From an optimization exercise on the open Yosys and OpenROAD flow, aimed at small area and a short achievable clock period; shortcuts taken in it are not production practice.
No functional check of the RTL was part of any run shown here.

## flow/design.v (module list and top-level ports; edited modules follow where they fit)
// module ecc_bch_codec: 1069 lines
// module xor2: 3 lines
// module bch_dec: 254 lines
module ecc_bch_codec (
    input  wire        clk,
    input  wire        rst,           
    input  wire        in_valid,
    input  wire [63:0] in_wdata,      
    input  wire [63:0] in_rdata,      
    input  wire [15:0] in_rcheck,     
    output reg         out_valid,
    output reg  [15:0] out_wcheck,    
    output reg  [63:0] out_data,      
    output reg         out_ce,        
    output reg         out_ue,        
    output reg  [1:0]  out_nbits      
);
  // ...
==> flow/flow/run.sh <==
#!/bin/bash
# Own layout flow: the standard ORFS flow (standard.sh, unchanged synthesis),
# with a setup-slack target for OpenROAD's timing repair and a small buffer cell
# for the port buffers. Everything else is as the standard flow's layout.
set -euo pipefail
MARGIN=$(cat flow/margin.txt)
bash standard.sh \
  "SETUP_SLACK_MARGIN=${MARGIN}" \
  "BUFFER_PORTS_ARGS=-buffer_cell sky130_fd_sc_hd__buf_1" \
  finish > orfs_make.log 2>&1
==> flow/flow/margin.txt <==
26.0
==> flow/standard.sh <==
#!/bin/bash
# synth_recipe.tcl (not shown) runs the flow's synth.tcl, then flattens the netlist and writes it again
# the make line also repeats each setting of config.mk as NAME=value (left out here)
make -C /OpenROAD-flow-scripts/flow DESIGN_CONFIG=/design/flow/config.mk WORK_HOME=/design/flow/orfs CLKGATE_MAP_FILE= SYNTH_SCRIPT=/design/flow/synth_recipe.tcl "${@:-finish}"
==> flow/config.mk <==
export PLATFORM = sky130hd
export DESIGN_NAME = ecc_bch_codec
export DESIGN_NICKNAME = ecc_bch_codec
export VERILOG_FILES = /design/flow/design.v
export SDC_FILE = /design/flow/constraint.sdc
export NUM_CORES = 4
export LEC_CHECK = 0
export CAP_MARGIN = 20
export CORE_MARGIN = 2
export CORE_UTILIZATION = 40
export SLEW_MARGIN = 20
export SYNTH_HIERARCHICAL = 1
export SYNTH_MINIMUM_KEEP_SIZE = 0
==> flow/constraint.sdc <==
create_clock -name core_clock -period 34.0 [get_ports {clk}]
set_input_delay 6.8000 -clock core_clock [delete_from_list [all_inputs] [get_ports {clk}]]
set_output_delay 6.8000 -clock core_clock [all_outputs]
set_load 0.01 [all_outputs]
==> flow_summary.json, run 1 <==
{
  "synthAdderAreaFrac_pct": 0.7557,
  "worst_slack_ns": 25.67,
  "placed_cells": 2137,
  "cap_violations": 0,
  "fmax_mhz": 120.1,
  "yosysMostFrequentCell": "xor2_1",
  "start_util_pct": 40.70,
  "path_depth": 35,
  "worstSetupPathType": "register to register",
  "grt_pass1_wl_um": 80810,
  "n_all_inverters": 16,
  "post-route-util_pct": 55.75,
  "synth_area_per_cell_um2": 9.987,
  "grt_pass1_vias": 12880,
  "critPathSlowestCell": "xnor3_2",
  "reg2reg_from": "rd1[37]$_DFF_P_",
  "cts_sinks": 230,
  "multiInputGateArea_um2": 11880,
  "grt_overflow": 0,
  "finalSetupViolCount": 0,
  "path_delay_family": "XOR/XNOR gates",
  "m1WireLength_um": 22950,
  "worstPathMaxFanout": 7,
  "grtUsageMet3_pct": 4.363,
  "finalHoldViolCount": 0,
  "synth-compound-area-share_pct": 12.29,
  "worst_setup_path_end_kind": "register",
  "holdPathStages": 1,
  "dp_hpwl_um": 39120,
  "stdcell_area_um2": 20410,
  "status": "no timing/DRC/antenna violations",
  "core-area_um2": 36610,
  "multi_input_area_share_pct": 58.18,
  "critPathLaunch": "rd1[37]$_DFF_P_",
  "n_all_buffers": 396
}
==> run 2, diff against run 1 <==
==> flow/flow/margin.txt (replaced) <==
25.0
==> run 2 against run 1 <==
  * Largest cell class unchanged
  * Final cell count down 3.6%
  * Sequential cell count unchanged
  * Clock skew down 0.0048 ns
  * Synthesized area unchanged
  * Still clean on timing, DRC and antenna
  * Critical path type unchanged
  * Non-clock buffer count down 81
  * Synthesized cell count unchanged
  * Maximum frequency down 6.2%
  * Sequential share of layout area up 2.3 points
  * Wire length down 8.4%
  * Count of clock-buffer cells in the layout down 2
==> flow_summary.json, run 2 <==
{
  "fmax_mhz": 112.7,
  "timing.rr.end": "out_data[1]$_DFF_P_",
  "port_buffers": 231,
  "stdcell_area_um2": 18300,
  "gr-max-usage-layer": "met2",
  "finalSetupViolCount": 0,
  "final_common_cell": "xor2_1",
  "grt_pass1_wl_um": 74310,
  "drt-vias-per-instance": 5.460,
  "fin_crit_ns": 8.873,
  "largestRegisters": "out_data (64), rd1 (64), wd1 (64)",
  "max-clock-path-buffers": 3,
  "drt-total-wl_um": 50680,
  "die_area_um2": 38810,
  "setup_tns_ns": 0,
  "period_share_pct": 26.10,
  "first_pass_iters": 6,
  "grt_overflow": 0,
  "max_slew_margin_pct": 47.76,
  "synthFlopType": "dfxtp_1",
  "drv_slew": 0,
  "finalClockSkew_ns": 0.01317,
  "via_count": 12260,
  "synth_common_cells": "xor2_1 (582), dfxtp_1 (230), nand2_1 (75), o32ai_1 (63), xnor2_1 (43)",
  "worstSetupPathType": "register to register",
  "cp_common_cell": "xor2_1",
  "diodes": 0,
  "cts_inserted_buffers": 21,
  "holdPathStages": 1,
  "tritoncts": "yes",
  "rows": 70,
  "die_h_um": 197.0,
  "post-route-util_pct": 49.99,
  "n_fill_cell": 3449,
  "ys_async_sr_fraction_pct": 0,
  "cp-start-kind": "register",
  "mappedNetlistArea_um2": 14900,
  "status": "no timing/DRC/antenna violations",
  "nets": 1920,
  "routedWlPerCell_um": 22.57,
  "hold_path_class": "register to register",
  "core-area_um2": 36610,
  "worstPathMaxFanout": 33,
  "synth-warning-count": 8,
  "die_w_um": 197.0,
  "grt_use_met2_pct": 41.12,
  "cts_root_buffer": "clkbuf_16",
  "rsz0062_at_grt": "true",
  "ant_nets": 0,
  "finalHoldViolCount": 0,
  "synth_top_cell_area_share_pct": 34.21,
  "mostFrequentLayoutCells": "xor2_1 (522), buf_1 (231), dfxtp_1 (221), nand2_1 (73), buf_4 (72)",
  "cts_sinks": 230,
  "clk_latency_ns": 0.50,
  "synth_edf_count": 0,
  "cap_violations": 0,
  "htree_levels": 1,
  "worst_slack_ns": 25.13,
  "rrSetupSlack_ns": 25.13,
  "required_ns": 34.36,
  "drc": 0,
  "syn-num-nets": 1648,
  "synthToLayoutAreaGrowth_pct": 22.82,
  "critPathSlowestCell": "o211ai_1",
  "drive_gt1_share_pct": 16.43,
  "start_util_pct": 40.70,
  "holdPathEnd": "out_valid$_DFF_P_",
  "critPathArrivalTime_ns": 9.24,
  "grtUsageMet3_pct": 3.405,
  "yosysMostFrequentCell": "xor2_1",
  "synth_area_per_cell_um2": 9.987,
  "grt_use_met1_pct": 33.53,
  "grt_antenna_before_repair": 0,
  "synth.distinct_cells": 86,
  "worstMarginPinSlew_ns": 0.7809,
  "ctsHoldBuffers": 0,
  "ys_top_cells_by_area": "xor2_1 (34%), dfxtp_1 (31%), o32ai_1 (3.7%)",
  "ys_seq_area_share_pct": 30.90,
  "synth_top_cell_by_area": "xor2_1",
  "reg2reg_from": "rd1[41]$_DFF_P_",
  "path_clk_slew_ns": 0.07,
  "min_from": "v1$_DFF_P_",
  "dpl_cell_area_um2": 16160,
  "ys_ff_latch": 230,
  "dp_hpwl_um": 38490,
  "grt_pass1_vias": 12100,
  "reg2reg_depth": 30,
  "gp_congestion": 0.9974,
  "boundaryPins": 232,
  "grt_usage_pct": 25.19,
  "synthCells": 1492,
  "grt_max_degree": 76,
  "drt_iter0_drc": 1095,
  "worst_setup_path_end_kind": "register",
  "cpPeakStageDelay_ns": 0.58,
  "place_ws_ns": 23.36
}
==> run 2: kinds of logic (layout without fill, tap and decap cells) <==
logic type / count (synthesis) / in the layout / share of synthesized area, %
and+or+nand+nor: 243 / 243 / 8.422
AOI/OAI and AO/OA: 234 / 234 / 12.29
adders and majority gates: 9 / 9 / 0.7557
DFF: 230 / 230 / 30.90
buffers and inverters: 82 / 367 / 2.855
muxes: 35 / 35 / 2.956
xor gates and xnor gates: 659 / 659 / 41.82
==> run 2: worst max path at each step <==
stage	startpoint	end	slack (ns)
detailed placement	rd1[61]$_DFF_P_	out_data[50]$_DFF_P_	23.36
finish	rd1[41]$_DFF_P_	out_data[1]$_DFF_P_	25.13
global route	rd1[43]$_DFF_P_	out_data[50]$_DFF_P_	24.89
global placement	rd1[38]$_DFF_P_	out_data[50]$_DFF_P_	23.40
floorplan	rd1[11]$_DFF_P_	out_data[13]$_DFF_P_	25.17
CTS	rd1[37]$_DFF_P_	out_data[3]$_DFF_P_	25.01
==> run 2: modules after synthesis (local to each module, per instance) <==
| module | cells inside | flip-flops and latches | cell area, um^2 | copies in the design |
|---|---|---|---|---|
| bch_dec | 761 | 0 | 5913 | 1 |
| ecc_bch_codec | 232 | 230 | 4617 | 1 |
| xor2 | 1 | 0 | 8.758 | 499 |
==> run 2: through the flow <==
stage / instances / hold WS, ns
after floorplan: 1492 / 0.4138
after global placement: 2135 / 0.4294
after detailed placement: 2135 / 0.4326
after CTS: 2212 / 0.4464
after global routing: 2245 / 0.4676
final: 2245 / 0.4437
==> run 2: routing by layer <==
| layer | wire (um) | vias up |
|---|---|---|
| met1 | 20900 | 5882 |
| met4 | 2479 | 0 |
| met5 | 0 | - |
| li1 | - | 5623 |
| met3 | 3586 | 150 |
| met2 | 23720 | 603 |
==> run 2: worst max-delay path: cells and delay by family (launching register included) <==
kind,cells,cell delay [ns]
and+or+nand+nor,3,1.10
adders and majority gates,2,0.77
buffers and inverters,4,0.65
xor gates and xnor gates,14,3.57
DFF,1,0.49
muxes,1,0.46
AOI/OAI and AO/OA,6,1.68
==> run 2: what timing repair did <==
| action | 4_1_cts | 5_1_grt |
|---|---|---|
| buffers inserted | 40 | 32 |
| pin swaps | 33 | 28 |
| cloned | 1 | 1 |
| endpoints found under the setup margin | 64 | 64 |
| gates resized for setup | 96 | 46 |
==> run 2: final cells by class <==
cell class	instances	area [um^2]	share of cell area (%)
Sequential cell	230	4621	25.25
Clock inverter	8	77.57	0.4239
Tap cell	468	585.6	3.200
Multi-Input combinational cell	1180	10700	58.44
Timing Repair Buffer	315	1642	8.970
Inverter	16	67.56	0.3692
Clock buffer	28	611.8	3.343

afterwards: timing with drivers on the ports:
In the flow no input, the clock included, has a driving cell. The finished layouts below were timed again as built, in two steps. Step 1, drivers: a clkbuf_16 drives clk and a buf_2 each remaining input, both assumed. Step 2 times the ports against the registers' clock, not the clock port: input delays grow and output delays shrink by t, the midpoint of the rising clock arrivals with the driver on. Three values: ideal ports, drivers, drivers and shift; two values: the first two.
| run | t, ns | setup slack, ns | pins driven straight from the clock port |
|---|---|---|---|
| run 1 | 0.572 | 25.673 / 25.673 / 25.673 | 1 |
| run 2 | 0.544 | 25.127 / 25.127 / 25.127 | 1 |
After both steps setup and hold are still met in every run listed.
